This is an optimization exercise on Yosys and OpenROAD, whose aim is small area, a short achievable clock period and few clock cycles per item, not a production implementation. RTL that was checked went through simulation tests only; none was proved equivalent to the original. The RTL of run 2 was laid out without a check of its function.

## flow/design.v (module list and top-level ports; edited modules follow where they fit)
// module loop_pv: 1380 lines
// module bk_add: 41 lines
// module bk_add2: 44 lines
module loop_pv (
    input  wire         clk,
    input  wire         rst,
    input  wire [511:0] coef_c,
    input  wire [79:0]  coef_s,
    input  wire [1:0]   bq_en,
    input  wire [30:0]  ilim,
    input  wire [31:0]  fe_max,
    input  wire         start,
    input  wire         pos_en,
    input  wire [63:0]  p_set,      
    input  wire [63:0]  pos_fb,     
    input  wire [63:0]  v_set,      
    input  wire [63:0]  a_set,      
    input  wire [31:0]  v_fb,       
    output reg          ready,
    output reg          done,
    output reg  [31:0]  ep,
    output reg  [31:0]  vref,
    output reg  [31:0]  iqref,
    output reg          sat,
    output reg          sat_evt,
    output reg          fe
);
  // ...
==> flow/flow/run.sh <==
#!/bin/bash
# The standard layout (the standard.sh: standard synthesis, then ORFS to
# the final layout), with one change: the port buffers that global placement
# inserts on every input and output are sky130_fd_sc_hd__buf_1 instead of the
# default choice. The make output goes to standard.log; ORFS writes each
# step's log under orfs/logs/.
set -euo pipefail
bash standard.sh "BUFFER_PORTS_ARGS=-buffer_cell sky130_fd_sc_hd__buf_1" finish > standard.log 2>&1
==> flow/standard.sh <==
#!/bin/bash
# synth_recipe.tcl (not shown) runs the flow's synth.tcl, then flattens the netlist and writes it again
# the make line also repeats each setting of config.mk as NAME=value (left out here)
make -C /OpenROAD-flow-scripts/flow DESIGN_CONFIG=/design/flow/config.mk WORK_HOME=/design/flow/orfs CLKGATE_MAP_FILE= SYNTH_SCRIPT=/design/flow/synth_recipe.tcl "${@:-finish}"
==> flow/config.mk <==
export PLATFORM = sky130hd
export DESIGN_NAME = loop_pv
export DESIGN_NICKNAME = loop_pv
export VERILOG_FILES = /design/flow/design.v
export SDC_FILE = /design/flow/constraint.sdc
export NUM_CORES = 4
export LEC_CHECK = 0
export ABC_AREA = 1
export CAP_MARGIN = 20
export CORE_MARGIN = 2
export CORE_UTILIZATION = 40
export SLEW_MARGIN = 20
==> flow/constraint.sdc <==
create_clock -name core_clock -period 50.0 [get_ports {clk}]
set_input_delay 10.0000 -clock core_clock [delete_from_list [all_inputs] [get_ports {clk}]]
set_output_delay 10.0000 -clock core_clock [all_outputs]
set_load 0.01 [all_outputs]
==> impl_metrics.tcl, run 1 <==
set metrics [dict create \
    drtPass1Iterations 6 \
    max_stage_delay_ns 0.62 \
    r2r-start "u[9]$_DFFE_PP_" \
    fin_crit_ns 11.72 \
    outcome "finished clean" \
    design_area_sq_um 101000 \
    synth.cell_area_sq_um 89800 \
    synth_xor_area_frac 0.0820 \
    grt_max_degree 237 \
    drt_iter0_drc 9578 \
    placed_area_sq_um 96400 \
    holdPathEnd "ms2[2]$_DFF_P_" \
    nFillCells 22100 \
    startpoint_type "flop" \
    synth-edff-count 641 \
    top_regs "acc: 65 flops, i_int: 65 flops, prod: 65 flops" \
    rows 173 \
    postCtsSetupBuffers 0 \
    multi_input_area_sq_um 53000 \
    wl_met2_um 169000 \
    synth.largest_area_cell "edfxtp_1" \
    synth_fa_ha_area_frac 0.204 \
    dp_slack_ns 37.94 \
    largest_class "multi-input combinational cells" \
    layout_commonest_cell "nand2_1" \
    crit_fanout 2 \
    yosysMostFrequentCell "nand2_1" \
    numClockSinks 1089 \
    synth_seq_area_share 0.314 \
    hold_class "reg2reg" \
    ys_warn_count 8 \
    final.setup.worst_slack_ns 38.28 \
]
Testbench counts, summed over its fixed seeds: cycles 84,798, items 8,000.
==> run 2, diff against run 1 <==
--- a/flow/design.v
+++ b/flow/design.v
@@ -86,22 +86,24 @@
     wire fe_n = (fe_max != 32'd0) && fe_d[32];       
     wire [28:0] vs_w;
     bk_add #(29) a_vs (.a({vsv[28], vsv[28:1]}), .b(29'd0), .ci(vsv[0]), .s(vs_w), .co());
     wire [31:0] vs_cv = {{3{vs_w[28]}}, vs_w};
     wire [32:0] acs_w;
     bk_add #(33) a_acs (.a({acv[32], acv[32:1]}), .b(33'd0), .ci(acv[0]), .s(acs_w), .co());
     wire [31:0] acs_cv = (acs_w[32] == acs_w[31]) ? acs_w[31:0] :
                          (acs_w[32] ? MIN32 : MAX32);
-    wire [32:0] ev_w = {vr[31], vr} - {vfb[31], vfb};
+    wire [32:0] ev_w;
+    bk_add #(33) a_ev (.a({vr[31], vr}), .b(~{vfb[31], vfb}), .ci(1'b1), .s(ev_w), .co());
     wire [31:0] nilim_n;
     bk_add #(32) a_nil (.a(~{1'b0, ilim_r}), .b(32'd0), .ci(1'b1), .s(nilim_n), .co());
-    wire [32:0] d_hi = {2'b00, ilim_r} - {u[31], u};      
-    wire [32:0] d_lo = {nilim[31], nilim} - {u[31], u};   
-    wire [32:0] e_lo = {u[31], u} + {2'b00, ilim_r};      
+    wire [32:0] d_hi, d_lo, e_lo;
+    bk_add #(33) a_dhi (.a({2'b00, ilim_r}), .b(~{u[31], u}), .ci(1'b1), .s(d_hi), .co());    
+    bk_add #(33) a_dlo (.a({nilim[31], nilim}), .b(~{u[31], u}), .ci(1'b1), .s(d_lo), .co());  
+    bk_add #(33) a_elo (.a({u[31], u}), .b({2'b00, ilim_r}), .ci(1'b0), .s(e_lo), .co());      
     wire        c_hi = d_hi[32];                          
     wire        c_lo = e_lo[32];                          
     wire [31:0] iq   = c_hi ? {1'b0, ilim_r} : c_lo ? nilim : u;
     wire signed [31:0] x1_0r = q0_ok ? x1_0 : 32'sd0;
     wire signed [31:0] x2_0r = q0_ok ? x2_0 : 32'sd0;
     wire signed [31:0] y1_0r = q0_ok ? y1_0 : 32'sd0;
     wire signed [31:0] y2_0r = q0_ok ? y2_0 : 32'sd0;
     wire signed [31:0] x1_1r = q1_ok ? x1_1 : 32'sd0;
==> run 2 against run 1 <==
Net effect: still clean on timing, DRC and antenna; clock skew increased by 0.054 ns; die area decreased by 0.90%; non-clock buffer count decreased by 4; sequential share of layout area increased by 0.090 points; utilization increased by 0.071 points; synthesized cell count decreased by 3.2%.
==> impl_metrics.tcl, run 2 <==
set metrics [dict create \
    grt_max_degree 163 \
    ys_top_cells_by_count "nand2_1 (1748), inv_1 (1532), xor2_1 (703), nand3_1 (697), edfxtp_1 (641)" \
    tightestPinTransition_ns 1.27 \
    setup_tns_ns 0 \
    num-nets-final 13100 \
    drt-wirelength-per-cell_um 29.3 \
    yosysMostFrequentCell "nand2_1" \
    cts_max_level 3 \
    cts_resized 0 \
    synth-seq-cells 1089 \
    reg2reg_to "prod[61]$_DFF_P_" \
    coreArea_sq_um 222000 \
    cp-end-kind "flop" \
    grt_pass1_vias 78500 \
    crit_start "vfb[0]$_DFFE_PN_" \
    hold_depth 0 \
    setup_violations 0 \
    clock_path_buffers 3 \
    ant_nets 0 \
    cts_tree "built" \
    dieArea_sq_um 226000 \
    relSlewSlack 0.155 \
    whs_ns 0.330 \
    rows 173 \
    netlist_instances 10400 \
    gr-usage-all-layers 0.357 \
    hold_viol_final 0 \
    ioPinCount 1050 \
    fin_crit_ns 14.02 \
    overflow 0 \
    hold_class "reg2reg" \
    clock.fmax_ghz 0.0713 \
    max_stage_delay_ns 0.91 \
    insertion_delay_ns 0.86 \
    drv_cap 0 \
    dp_slack_ns 36.41 \
    arrival_ns 14.69 \
    synth-edff-count 641 \
    cts_buffers 120 \
    reg2reg_depth 51 \
    synthFlopType "edfxtp_1" \
    startpoint_type "flop" \
    crit_fanout 32 \
    postCtsSetupBuffers 0 \
    io_buffers 983 \
    num_vias 80900 \
    ys_warn_count 8 \
    final.setup.worst_slack_ns 35.98 \
    hold_buffers 0 \
    r2r_slack_ns 35.98 \
    rsz0062_at_grt "no" \
    required_ns 50.67 \
    final.setup_skew_ns 0.134 \
    post-route-period-util 0.280 \
    drt-total-wl_um 414000 \
    synth_seq_area_share 0.317 \
    fp.dieH_um 476 \
    grt_first_pass_wirelength_um 578000 \
    nFillCells 22000 \
    die_w_um 476 \
    antenna_found_initial 109 \
    outcome "finished clean" \
    place_congestion 1.04 \
    place_hpwl_um 314000 \
    synth_top_area_frac 0.216 \
    mostFrequentLayoutCells "nand2_1 (1746), inv_1 (1505), buf_1 (982)" \
    top_regs "acc: 65 flops, i_int: 65 flops, prod: 65 flops" \
    synth.largest_area_cell "edfxtp_1" \
    syn2layout_area_growth_pct 12.9 \
    synth.area.top_cells "edfxtp_1 (22%), fa_1 (14%), dfxtp_1 (10%)" \
    finalMaxSlewViolations 0 \
    synth_async_sr_flop_share 0 \
    root_buffer "clkbuf_16" \
    slowest_stage "a2111oi_0" \
    syn_nets 12500 \
    crit_top_cell "nand2_1" \
    endpoint "prod[61]$_DFF_P_" \
    start_util 0.401 \
    drt_iter0_drc 9132 \
    synth_cell_types 65 \
    drc_errors 0 \
    r2r-start "vfb[0]$_DFFE_PN_" \
    numClockSinks 1089 \
    avgSynthCellArea_sq_um 8.59 \
    vias_per_cell 5.72 \
    drtPass1Iterations 8 \
    critical_path_class "reg2reg" \
    path_clk_slew_ns 0.07 \
    layout_commonest_cell "nand2_1" \
    synth.cell_area_sq_um 89000 \
    drive_above_1_share 0.0485 \
]
-- run 2: cell count changes after synthesis, moves of 137 or more --
cell,delta
a21oi_1,-140
nand2_1,-225
nand3_1,+179
o211ai_1,-188
o21ai_0,-137
o22ai_1,+147
-- run 2: cell families (layout without fill, tap and decap cells) --
family | count (synthesis) | in the layout | share of synthesized area
flops | 1089 | 1089 | 0.317
mux | 75 | 75 | 0.00844
other cells | 0 | 71 | 0
simple gates | 3144 | 3144 | 0.154
compound gates | 1849 | 1849 | 0.129
buf+inv | 2201 | 2952 | 0.0936
xor+xnor | 829 | 829 | 0.0816
fa+ha+maj | 1165 | 1165 | 0.216
-- run 2: worst max-delay path, delay by kind of cell (launching register included) --
kind	cells	cell delay (ns)
buf+inv	6	1.39
compound gates	13	4.22
xor+xnor	1	0.20
simple gates	21	2.82
flops	1	0.51
fa+ha+maj	10	4.63
-- run 2: area by class of cell --
type	count	area [sq um]	share of cell area
multi-input combinational	7062	53000	0.528
sequential	1089	28200	0.281
inverter	1559	5860	0.0584
timing repair buffer	1163	5080	0.0506
tap	2975	3720	0.0371
clock buffer	159	3370	0.0335
clock inverter	71	988	0.00985
antenna	71	178	0.00177
-- run 2: worst min path at each step --
| stage | start | endpoint | slack [ns] |
|---|---|---|---|
| final | ms[4]$_DFF_P_ | ms2[4]$_DFF_P_ | 0.33 |
| after global routing | ms[4]$_DFF_P_ | ms2[4]$_DFF_P_ | 0.34 |
| after CTS | ms[4]$_DFF_P_ | ms2[4]$_DFF_P_ | 0.33 |
| after detailed placement | ms[1]$_DFF_P_ | ms2[1]$_DFF_P_ | 0.32 |
| after global placement | ms[1]$_DFF_P_ | ms2[1]$_DFF_P_ | 0.31 |
| after floorplan | ms[0]$_DFF_P_ | ms2[0]$_DFF_P_ | 0.31 |
-- run 2: through the flow --
stage	util	area [sq um]	instances
CTS	0.452	100000	14100
global placement	0.432	95900	13800
floorplan	-	89000	10400
detailed placement	0.432	95900	13800
finish	0.453	100000	14100
global route	0.453	100000	14100
-- run 2: metal layers --
metal,GRT usage,part of all wire,up-vias
li1,-,-,36000
met1,0.458,0.40,39700
met2,0.555,0.44,4318
met3,0.0979,0.10,953
met4,0.172,0.057,50
met5,0,0.00076,-

[what the ideal ports hide]
Ports are ideal in the flow. The routed layouts listed here were re-timed in OpenROAD.
Step 1 (the two cells are an assumption about what drives the block):
set clk [get_ports {clk}]
set_driving_cell -lib_cell sky130_fd_sc_hd__clkbuf_16 $clk
set_driving_cell -lib_cell sky130_fd_sc_hd__buf_2 [delete_from_list [all_inputs] $clk]
Step 2 also shifts input and output timing later by t, the mid clock arrival at the registers, as if the neighbouring blocks saw the same clock.
Slacks: ideal / step 1 / step 2; pairs: ideal / step 1.
| run | t, ns | setup WS [ns] | slew at the worst register clock pin (ns) |
|---|---|---|---|
| run 1 | 0.879 | 38.280 / 38.185 / 37.909 | 0.07 / 0.07 |
| run 2 | 0.913 | 35.982 / 35.982 / 35.982 | 0.09 / 0.09 |
After both steps every run listed still meets setup and hold. For run 1, which loses most, drivers alone change the setup slack by -0.095 ns; drivers and shift together by -0.371 ns.
